Context: an optimization exercise on an open-source flow, tuned for small area, a short achievable clock period and few clock cycles per item. The choices shown serve that exercise and are no tape-out recipe.
The RTL was checked by simulation tests, not by an equivalence proof against the original design.

## design/flow/run.sh

```bash
#!/bin/bash
# synth_recipe.tcl (not shown) runs the flow's synth.tcl, then flattens the netlist and writes it again
# the make line also repeats each setting of config.mk as NAME=value (left out here)
make -C /OpenROAD-flow-scripts/flow DESIGN_CONFIG=/design/flow/config.mk WORK_HOME=/design/flow/orfs CLKGATE_MAP_FILE= SYNTH_SCRIPT=/design/flow/synth_recipe.tcl finish
```

## design/flow/design.v

```verilog
module peat_enc (
    input  wire        clk,
    input  wire        rst,
    input  wire        in_valid,
    output wire        in_ready,
    input  wire [15:0] in_v,
    input  wire [15:0] in_up,
    input  wire        in_last,
    input  wire [4:0]  cfg_b,
    input  wire [1:0]  cfg_n,
    input  wire        cfg_bayer,
    input  wire        cfg_restart,
    output wire        rec_valid,
    output wire [15:0] rec_x,
    output wire        out_valid,
    input  wire        out_ready,
    output wire [7:0]  out_data,
    output wire        out_last
);
    localparam NR = 65;            
    localparam W  = 64;            
    localparam TH = W - 45;        
    integer i;
    reg rst_q;
    always @(posedge clk) rst_q <= rst;
    reg        in_ready_q;
    reg        iv_v;
    reg [15:0] iv_raw, iv_up;
    reg        iv_last;
    reg [4:0]  iv_b;
    reg [1:0]  iv_n;
    reg        iv_bay, iv_rs;
    reg [1:0]  xpos;
    reg [15:0] rec1, rec2, raw1, raw2, up1, up2;
    reg [5:0]  cnt;
    reg        pend_raw;
    reg [2:0]  open_segs;
    reg        p2_v;
    reg [15:0] p2_x;
    reg [17:0] p2_w;
    reg [2:0]  p2_t;
    reg        p2_e, p2_ll;
    reg [4:0]  p2_b;
    reg [1:0]  p2_n;
    reg [11:0] cost [0:13];
    reg [10:0] rawc;
    reg        allz;
    reg        cost_clr;
    reg        seg_done;
    reg [4:0]  d_b;
    reg [1:0]  d_n;
    reg        d_ll;
    reg [NR:1] r_v;
    reg [15:0] r_x  [1:NR];
    reg [17:0] r_pk [1:NR];
    reg        r_e  [1:NR];
    reg [3:0]  dq_k  [0:3];
    reg [4:0]  dq_b  [0:3];
    reg [1:0]  dq_n  [0:3];
    reg        dq_ll [0:3];
    reg [1:0]  wp, rp;
    reg [2:0]  dcount;
    reg [W-1:0] acc;
    reg [6:0]  fill;
    reg        efirst;
    reg        le_pend;
    reg [3:0]  le_bytes;
    reg        out_valid_q, out_last_q;
    reg        rec_valid_q;
    reg [15:0] rec_x_q;
    assign in_ready  = in_ready_q;
    assign rec_valid = rec_valid_q;
    assign rec_x     = rec_x_q;
    assign out_valid = out_valid_q;
    assign out_last  = out_last_q;
    assign out_data  = acc[W-1:W-8];
    wire [4:0]  B = iv_b;
    wire [1:0]  N = iv_n;
    wire [15:0] x = iv_raw >> (5'd16 - B);
    wire [15:0] half = 16'd1 << (B - 5'd1);
    wire [16:0] top17 = (17'd1 << B) - 17'd1;
    wire [15:0] top = top17[15:0];
    wire        ltd = iv_bay ? (xpos != 2'd2) : (xpos == 2'd0);
    wire [15:0] ra = iv_bay ? rec2 : rec1;
    wire [15:0] ud = iv_bay ? up2 : up1;
    wire        a_gt_b = ra > iv_up;
    wire [15:0] mx = a_gt_b ? ra : iv_up;
    wire [15:0] mn = a_gt_b ? iv_up : ra;
    wire [16:0] abc = {1'b0, ra} + {1'b0, iv_up} - {1'b0, ud};
    reg  [15:0] P;
    always @(*) begin
        if (iv_rs)          P = ltd ? half : ra;
        else if (ltd)       P = iv_up;
        else if (ud >= mx)  P = mn;
        else if (ud <= mn)  P = mx;
        else                P = abc[15:0];
    end
    wire [17:0] xn = {2'b00, x} + {16'd0, N};
    wire [17:0] dd = xn - {2'b00, P};
    wire [4:0] s3 = dd[1:0] + dd[3:2] + dd[5:4] + dd[7:6] + dd[9:8] + dd[11:10] +
                    dd[13:12] + dd[15:14] + dd[17:16];
    wire [5:0] s3c = s3 + (dd[17] ? 6'd2 : 6'd0);
    wire [2:0] m3 = s3c % 6'd3;
    wire [6:0] s5 = dd[3:0] + dd[7:4] + dd[11:8] + dd[15:12] + dd[17:16] + dd[17];
    wire [2:0] m5 = s5 % 7'd5;
    wire [5:0] s7 = dd[2:0] + dd[5:3] + dd[8:6] + dd[11:9] + dd[14:12] + dd[17:15];
    wire [5:0] s7c = s7 + (dd[17] ? 6'd6 : 6'd0);
    wire [2:0] m7 = s7c % 6'd7;
    wire [2:0] rem = (N == 2'd0) ? 3'd0 : (N == 2'd1) ? m3 : (N == 2'd2) ? m5 : m7;
    wire [17:0] xu = xn - {15'd0, rem};           
    wire [15:0] xr = xu[17] ? 16'd0 : (xu[16:0] > {1'b0, top}) ? top : xu[15:0];
    wire [15:0] tdiff = x - xr;
    wire [2:0]  tt = tdiff[2:0];                   
    wire [17:0] ww = dd - {15'd0, rem};           
    wire seg_end_here = iv_last || (cnt == 6'd63);
    wire [17:0] y1 = (p2_n == 2'd1) ? p2_w + (p2_w << 2) : p2_w - (p2_w << 2);
    wire [17:0] y2 = y1 + (y1 << 4);
    wire [17:0] y3 = y2 + (y2 << 8);
    wire [17:0] y4 = y3 + (y3 << 16);
    wire [17:0] z1 = p2_w + (p2_w << 3);
    wire [17:0] z2 = z1 + (z1 << 6);
    wire [17:0] z3 = z2 + (z2 << 12);
    wire [17:0] qq = (p2_n == 2'd0) ? p2_w : (p2_n == 2'd1) ? -y4 :
                     (p2_n == 2'd2) ? y4 : -z3;
    wire [16:0] mm = qq[17] ? {~qq[15:0], 1'b1} : {qq[15:0], 1'b0};
    wire [17:0] pk = (p2_n == 2'd0) ? {1'b0, mm} :
                     (p2_n == 2'd1) ? {p2_t[1:0], mm[15:0]} : {p2_t, mm[14:0]};
    reg [6*14-1:0] addend;
    always @(*) begin
        for (i = 0; i < 14; i = i + 1) begin
            if ((mm >> i) < 17'd24)
                addend[6*i +: 6] = (mm >> i) + 6'd1 + i;
            else
                addend[6*i +: 6] = 6'd25 + p2_b;
        end
    end
    reg [11:0] best_cost;
    reg [3:0]  best_k;
    always @(*) begin
        best_cost = cost[0];
        best_k    = 4'd0;
        for (i = 1; i < 14; i = i + 1) begin
            if (cost[i] < best_cost) begin
                best_cost = cost[i];
                best_k    = i;
            end
        end
        if (allz) begin
            best_cost = 12'd0;
            best_k    = 4'd14;
        end
        if ({1'b0, rawc} < best_cost) begin
            best_cost = {1'b0, rawc};
            best_k    = 4'd15;
        end
    end
    wire        hv  = r_v[NR];
    wire [15:0] hx  = r_x[NR];
    wire [17:0] hpk = r_pk[NR];
    wire        he  = r_e[NR];
    wire [3:0]  K   = dq_k[rp];
    wire [4:0]  HB  = dq_b[rp];
    wire [1:0]  HN  = dq_n[rp];
    wire        HLL = dq_ll[rp];
    wire [16:0] hm = (HN == 2'd0) ? hpk[16:0] :
                     (HN == 2'd1) ? {1'b0, hpk[15:0]} : {2'b00, hpk[14:0]};
    wire [2:0]  ht = (HN == 2'd0) ? 3'd0 :
                     (HN == 2'd1) ? {hpk[17], hpk[17:16]} : hpk[17:15];
    wire [16:0] hu = hm >> K;
    wire        esc = hu >= 17'd24;
    reg [44:0] code;
    reg [5:0]  len;
    reg [40:0] code_c;
    reg [5:0]  len_c;
    always @(*) begin
        if (K == 4'd15) begin
            code_c = {25'd0, hx};
            len_c  = {1'b0, HB};
        end else if (K == 4'd14) begin
            code_c = 41'd0;
            len_c  = 6'd0;
        end else if (esc) begin
            code_c = (41'hFF_FFFF << (HB + 5'd1)) | {24'd0, hm};
            len_c  = 6'd25 + HB;
        end else begin
            code_c = ((((41'd1 << hu[4:0]) - 41'd1) << 1) << K) |
                     {24'd0, hm & ((17'd1 << K) - 17'd1)};
            len_c  = hu[5:0] + 6'd1 + K;
        end
        if (efirst) begin
            code = {4'd0, code_c} | ({41'd0, K} << len_c);
            len  = len_c + 6'd4;
        end else begin
            code = {4'd0, code_c};
            len  = len_c;
        end
    end
    wire [15:0] hrec = (K == 4'd15) ? hx : hx - {{13{ht[2]}}, ht};
    wire fire     = out_valid_q && out_ready;
    wire room     = fill <= TH;
    wire ll_block = le_pend && he && HLL;
    wire consume  = hv && (dcount != 3'd0) && room && !ll_block;
    reg [NR:0] en;                 
    always @(*) begin
        en[NR] = consume;
        for (i = NR - 1; i >= 1; i = i - 1)
            en[i] = !r_v[i+1] || en[i+1];
        en[0] = !r_v[1] || en[1];
    end
    wire s1_ok = !pend_raw && !((cnt == 6'd0) && (open_segs == 3'd4));
    wire p2_free = !p2_v || en[0];
    wire take = iv_v && s1_ok && p2_free;
    wire mv = en[0] && p2_v;       
    wire push = seg_done;
    wire pop = consume && he;
    wire line_end = consume && he && HLL;
    wire [6:0]  tot   = fill + (consume ? {1'b0, len} : 7'd0);
    wire [6:0]  tot_r = line_end ? ((tot + 7'd7) & 7'h78) : tot;
    wire [6:0]  shamt = 7'd64 - fill - {1'b0, len};
    wire [W-1:0] cs   = consume ? ({19'd0, code} << shamt) : {W{1'b0}};
    wire [W-1:0] acc0 = acc | cs;
    wire        le_pend_f0 = line_end ? 1'b1 : le_pend;
    wire        le_pend_f1 = line_end ? 1'b1 : (le_pend && (le_bytes != 4'd1));
    wire [3:0]  le_bytes_f0 = line_end ? tot_r[6:3] : le_bytes;
    wire [3:0]  le_bytes_f1 = line_end ? tot_r[6:3] - 4'd1 : le_bytes - 4'd1;
    wire [6:0]  fill_f1 = tot_r - 7'd8;
    reg [NR:1] rv_n;
    reg        holes_n;
    always @(*) begin
        rv_n[1] = en[0] ? p2_v : (en[1] ? 1'b0 : r_v[1]);
        for (i = 2; i <= NR; i = i + 1)
            rv_n[i] = en[i-1] ? r_v[i-1] : (en[i] ? 1'b0 : r_v[i]);
        holes_n = 1'b0;
        for (i = 1; i <= NR; i = i + 1)
            holes_n = holes_n || !rv_n[i];
    end
    wire       he_n = en[NR-1] ? r_e[NR-1] : r_e[NR];
    wire [2:0] dcount_n = dcount + (push ? 3'd1 : 3'd0) - (pop ? 3'd1 : 3'd0);
    wire       p2_v_n = take ? 1'b1 : (en[0] ? 1'b0 : p2_v);
    wire [5:0] cnt_n = take ? (seg_end_here ? 6'd0 : cnt + 6'd1) : cnt;
    wire       pend_raw_n = (take && seg_end_here && !iv_last && (N != 2'd0)) ? 1'b1 :
                            (seg_done && !d_ll) ? 1'b0 : pend_raw;
    wire [2:0] open_segs_n = open_segs + ((take && cnt == 6'd0) ? 3'd1 : 3'd0) -
                             (pop ? 3'd1 : 3'd0);
    wire       base_n = !pend_raw_n && !((cnt_n == 6'd0) && (open_segs_n == 3'd4));
    wire       cons_pre = rv_n[NR] && (dcount_n != 3'd0);
    wire       cons_f0 = cons_pre && (tot_r <= TH) && !(le_pend_f0 && he_n);
    wire       cons_f1 = cons_pre && (fill_f1 <= TH) && !(le_pend_f1 && he_n);
    wire       tk_f0 = base_n && (!p2_v_n || holes_n || cons_f0);
    wire       tk_f1 = base_n && (!p2_v_n || holes_n || cons_f1);
    wire       iv_hold = iv_v && !take;
    wire       tk_n = fire ? tk_f1 : tk_f0;
    wire       ready_n = in_ready_q ? (!in_valid || tk_n) : (!iv_hold || tk_n);
    always @(posedge clk) begin
        if (in_ready_q) begin
            iv_raw  <= in_v;
            iv_up   <= in_up;
            iv_last <= in_last;
            iv_b    <= cfg_b;
            iv_n    <= cfg_n;
            iv_bay  <= cfg_bayer;
            iv_rs   <= cfg_restart;
        end
        if (take) begin
            xpos <= iv_last ? 2'd0 : ((xpos == 2'd2) ? 2'd2 : xpos + 2'd1);
            rec1 <= xr;
            rec2 <= rec1;
            raw1 <= x;
            raw2 <= raw1;
            up1  <= iv_up;
            up2  <= up1;
            p2_x <= x;
            p2_w <= ww;
            p2_t <= tt;
            p2_e <= seg_end_here;
            p2_ll <= iv_last;
            p2_b <= B;
            p2_n <= N;
        end else if (seg_done && !d_ll && pend_raw && best_k == 4'd15) begin
            rec1 <= raw1;
            rec2 <= raw2;
        end
        for (i = 0; i < 14; i = i + 1)
            cost[i] <= (cost_clr ? 12'd0 : cost[i]) + (mv ? {6'd0, addend[6*i +: 6]} : 12'd0);
        rawc <= (cost_clr ? 11'd0 : rawc) + (mv ? {6'd0, p2_b} : 11'd0);
        allz <= (cost_clr ? 1'b1 : allz) && !(mv && mm != 17'd0);
        if (mv && p2_e) begin
            d_b  <= p2_b;
            d_n  <= p2_n;
            d_ll <= p2_ll;
        end
        if (en[0]) begin
            r_x[1]  <= p2_x;
            r_pk[1] <= pk;
            r_e[1]  <= p2_e;
        end
        for (i = 2; i <= NR; i = i + 1) begin
            if (en[i-1]) begin
                r_x[i]  <= r_x[i-1];
                r_pk[i] <= r_pk[i-1];
                r_e[i]  <= r_e[i-1];
            end
        end
        if (push) begin
            dq_k[wp]  <= best_k;
            dq_b[wp]  <= d_b;
            dq_n[wp]  <= d_n;
            dq_ll[wp] <= d_ll;
        end
        acc <= fire ? {acc0[W-9:0], 8'd0} : acc0;
        rec_x_q <= hrec;
        if (rst_q) begin
            iv_v      <= 1'b0;
            xpos      <= 2'd0;
            cnt       <= 6'd0;
            pend_raw  <= 1'b0;
            open_segs <= 3'd0;
            p2_v      <= 1'b0;
            cost_clr  <= 1'b1;
            seg_done  <= 1'b0;
            for (i = 1; i <= NR; i = i + 1)
                r_v[i] <= 1'b0;
            wp        <= 2'd0;
            rp        <= 2'd0;
            dcount    <= 3'd0;
            fill      <= 7'd0;
            acc       <= {W{1'b0}};
            efirst    <= 1'b1;
            le_pend   <= 1'b0;
            le_bytes  <= 4'd0;
            out_last_q <= 1'b0;
        end else begin
            iv_v      <= in_ready_q ? in_valid : iv_hold;
            cnt       <= cnt_n;
            pend_raw  <= pend_raw_n;
            open_segs <= open_segs_n;
            p2_v      <= p2_v_n;
            cost_clr  <= mv && p2_e;
            seg_done  <= mv && p2_e;
            for (i = 1; i <= NR; i = i + 1)
                r_v[i] <= rv_n[i];
            if (push) wp <= wp + 2'd1;
            if (pop)  rp <= rp + 2'd1;
            dcount    <= dcount_n;
            fill      <= fire ? fill_f1 : tot_r;
            if (consume) efirst <= he;
            le_pend   <= fire ? le_pend_f1 : le_pend_f0;
            le_bytes  <= fire ? le_bytes_f1 : le_bytes_f0;
            out_last_q <= fire ? (le_pend_f1 && le_bytes_f1 == 4'd1)
                               : (le_pend_f0 && le_bytes_f0 == 4'd1);
        end
        if (rst || rst_q) begin
            in_ready_q  <= 1'b0;
            out_valid_q <= 1'b0;
            rec_valid_q <= 1'b0;
        end else begin
            in_ready_q  <= ready_n;
            out_valid_q <= fire ? (le_pend_f1 || fill_f1 >= 7'd9)
                                : (le_pend_f0 || tot_r >= 7'd9);
            rec_valid_q <= consume;
        end
    end
endmodule
```

## design/flow/config.mk

```make
export PLATFORM = sky130hd
export DESIGN_NAME = peat_enc
export DESIGN_NICKNAME = peat_enc
export VERILOG_FILES = /design/flow/design.v
export SDC_FILE = /design/flow/constraint.sdc
export NUM_CORES = 4
export LEC_CHECK = 0
export CAP_MARGIN = 20
export CORE_MARGIN = 2
export CORE_UTILIZATION = 40
export SLEW_MARGIN = 20
```

## design/flow/constraint.sdc

```tcl
create_clock -name core_clock -period 55.0 [get_ports {clk}]
set_input_delay 11.0000 -clock core_clock [delete_from_list [all_inputs] [get_ports {clk}]]
set_output_delay 11.0000 -clock core_clock [all_outputs]
set_load 0.01 [all_outputs]
```

==> results.txt <==
postcts setup bufs 0; Synth top area share 59.8%; top post-synthesis cells by area edfxtp_1 60%, dfxtp_1 5.9%, ha_1 5.6%, xnor2_1 2.2%, mux2i_1 2.2%; share of layout cells above drive strength 1 9.16%; Area after DPL 131000 um2; Die Y 564 um; Max clock buf depth 4; Synth cell types 123; Initial Util 40.2%; Final Critical Period 35.95 ns; FF+latch count, synth 2867; hold path start r_pk[21][3]$_DFFE_PP_; cts repair resizes 0; first-pass detailed-route iteration total 8; Mapped Nets 9837; # rows 205; clock slew at reported path FFs 0.06 ns; Overflow after GRT 0; CP Capture Type flip-flop; via count 73730; wire per inst 21.6 um; relative slew slack 19.3%; I/O Buffers 73; Async S/R FF share, synth 0%; r2r startpoint cost[0][5]$_DFF_P_; EDFF count, synth 2498; CP delay by family, top compound AO/OA/AOI/OAI gates; Core Region 312000 um2; Yosys top cell by area edfxtp_1; Fin Setup TNS 0 ns; Worst Setup Path Type reg2reg; Total GRT Usage 18.3%; CP arrival 36.51 ns; root buffer cell clkbuf_16; crit path launch type flip-flop; Routed WL 297 mm; CP Buf/Inv Count 14; htree depth 5; crit path from cost[0][5]$_DFF_P_; Post-Layout Inst Area 141000 um2; post-route ant nets 0; Yosys Warn Count 5; cell count after synthesis 9147; DRC Markers 0; Final period util 65.4%; Layout fillers 27675; Worst Tran Pin Value 1.21 ns; first-pass GRT wire length 452 mm; worst skew pair latency 0.90 ns; I/O Pins 74; status finished clean; nets 10063; die width 564 um; RSZ-0062 raised after global routing false; Post-synth top cells 2498 x edfxtp_1, 689 x nor2_1, 564 x ha_1, 536 x nand2_1, 525 x inv_1; HPWL after DPL 212 mm; DIE AREA 318000 um2; critical path data required time 55.56 ns; Num Clock Sinks 2867; Setup WS post-layout 19.05 ns; top-count cell post-synth edfxtp_1; RePlAce Congestion 0.922; pin count of the biggest net entering global routing 74; sequential-to-total area share from yosys stat 65.7%; Area Growth Syn to Fin 12.7%; fin util 45.3%; Mapped Area 125000 um2; vias in the first global route 74069; Pins Over Slew Limit 0; final hold violation count 0; worst-path maximum fanout 25; FMAX 27.8 MHz; Worst path max stage delay 0.76 ns; CTS tree built; Syn Area/Cell 13.7 um2; CTS Buf Count 297; Worst Hold Class reg2reg; cts hold-fix bufs 0; slowest cell on the critical path a2111oi_0; vias per inst 5.36; Fin Clk Skew 0.0618 ns; pre-CTS WS 18.42 ns; crit-path most repeated cell a21o_1; Final setup viols 0; ys flop type edfxtp_1; Initial DRC Count 6213; initial antenna violation count 5; MaxCap Viol Count 0
cell families (layout without fill, tap and decap cells):
group | after synthesis | after routing | share of synthesized area, %
fa+ha+maj | 655 | 655 | 7.00
other cells | 0 | 4 | 0
compound gates | 1845 | 1845 | 9.84
simple gates | 2075 | 2075 | 7.81
mux | 422 | 422 | 3.95
xor+xnor | 428 | 428 | 3.01
buf+inv | 855 | 1309 | 2.66
flops | 2867 | 2867 | 65.7
layout by cell type, fill, tap and decap left out, types with 76 or more instances in the layout:
cell,count
a211oi_1,117
a21o_1,182
a21oi_1,509
buf_4,164
clkbuf_16,305
dfxtp_1,366
edfxtp_1,2498
fa_1,79
ha_1,564
inv_1,519
mux2_2,99
mux2i_1,271
nand2_1,533
nand3_1,130
nand4_1,83
nor2_1,685
nor2b_1,122
nor3_1,151
o21ai_0,312
o21bai_1,76
xnor2_1,318
xor2_1,103
stage by stage:
stage / instances / hold slack, ns
2_1_floorplan: 9147 / 0.400
3_3_place_gp: 13211 / 0.400
3_5_place_dp: 13212 / 0.405
4_1_cts: 13739 / 0.392
5_1_grt: 13742 / 0.388
6_report: 13745 / 0.389
worst register-to-register path, delay by kind of cell, from the launching register on:
family / cells / cell delay, ns
compound gates: 105 / 21.63
fa+ha+maj: 14 / 4.32
buf+inv: 14 / 2.73
flops: 1 / 0.33
mux: 10 / 3.31
simple gates: 24 / 3.36
sequential cells by signal, summed over array words and instances, names as in the netlist, 18 cells and up, named ones only:
| signal | count |
|---|---|
| dq_b | 20 |
| r_x | 1040 |
| r_pk | 1170 |
| r_e | 65 |
| acc | 64 |
| cost | 168 |
| r_v | 65 |
| p2_w | 18 |
area by class of cell:
type	count	area [um2]	area share, %
repair buffers	240	2030	1.44
well taps	4140	5180	3.67
flip-flops and latches	2867	82400	58.3
multi-input cells	5425	39800	28.2
diodes	4	10.0	0.00709
clock buffers	375	8020	5.67
clock inverters	152	1790	1.27
inverters	542	2040	1.44
routing by layer:
metal,up-vias,wire length [um],GRT usage (%)
li1,34698,-,-
met1,36496,129000,23.9
met2,1980,145000,31.5
met3,554,14300,2.55
met4,2,9740,5.88
met5,-,13,0
path summary, 6_finish.rpt:
| kind | endpoint | slack (ns) | depth (start not counted) |
|---|---|---|---|
| max | rec2[9]$_DFFE_PP_ | 19.05 | 167 |
| min | r_pk[22][3]$_DFFE_PP_ | 0.39 | 0 |
| max reg2reg | rec2[9]$_DFFE_PP_ | 19.05 | 167 |
| min reg2reg | r_pk[22][3]$_DFFE_PP_ | 0.39 | 0 |
Testbench counts, summed over its fixed seeds: cycles 98,054, samples 95,644.

[afterwards: timing with drivers on the ports]
The flow's constraints put no driver on any port. The routed layout listed below was extracted and timed again, unchanged, in two steps. Step 1: set_driving_cell puts a clkbuf_16 on clk and a buf_2 on each other input, an assumption about the parent block. Step 2 also shifts input and output timing later by t, the mid clock arrival at the registers, as if the neighbouring blocks saw the same clock. Slacks: no drivers / after step 1 / after step 2; pairs: no drivers / after step 1.
shift t [ns]: 0.972
setup slack, ns: 19.050 / 19.050 / 19.050
worst register clock-pin slew, ns: 0.07 / 0.07
After both steps setup and hold are still met in this run. The setup slack of this run moves by 0.000 ns with the drivers and by 0.000 ns with both steps.
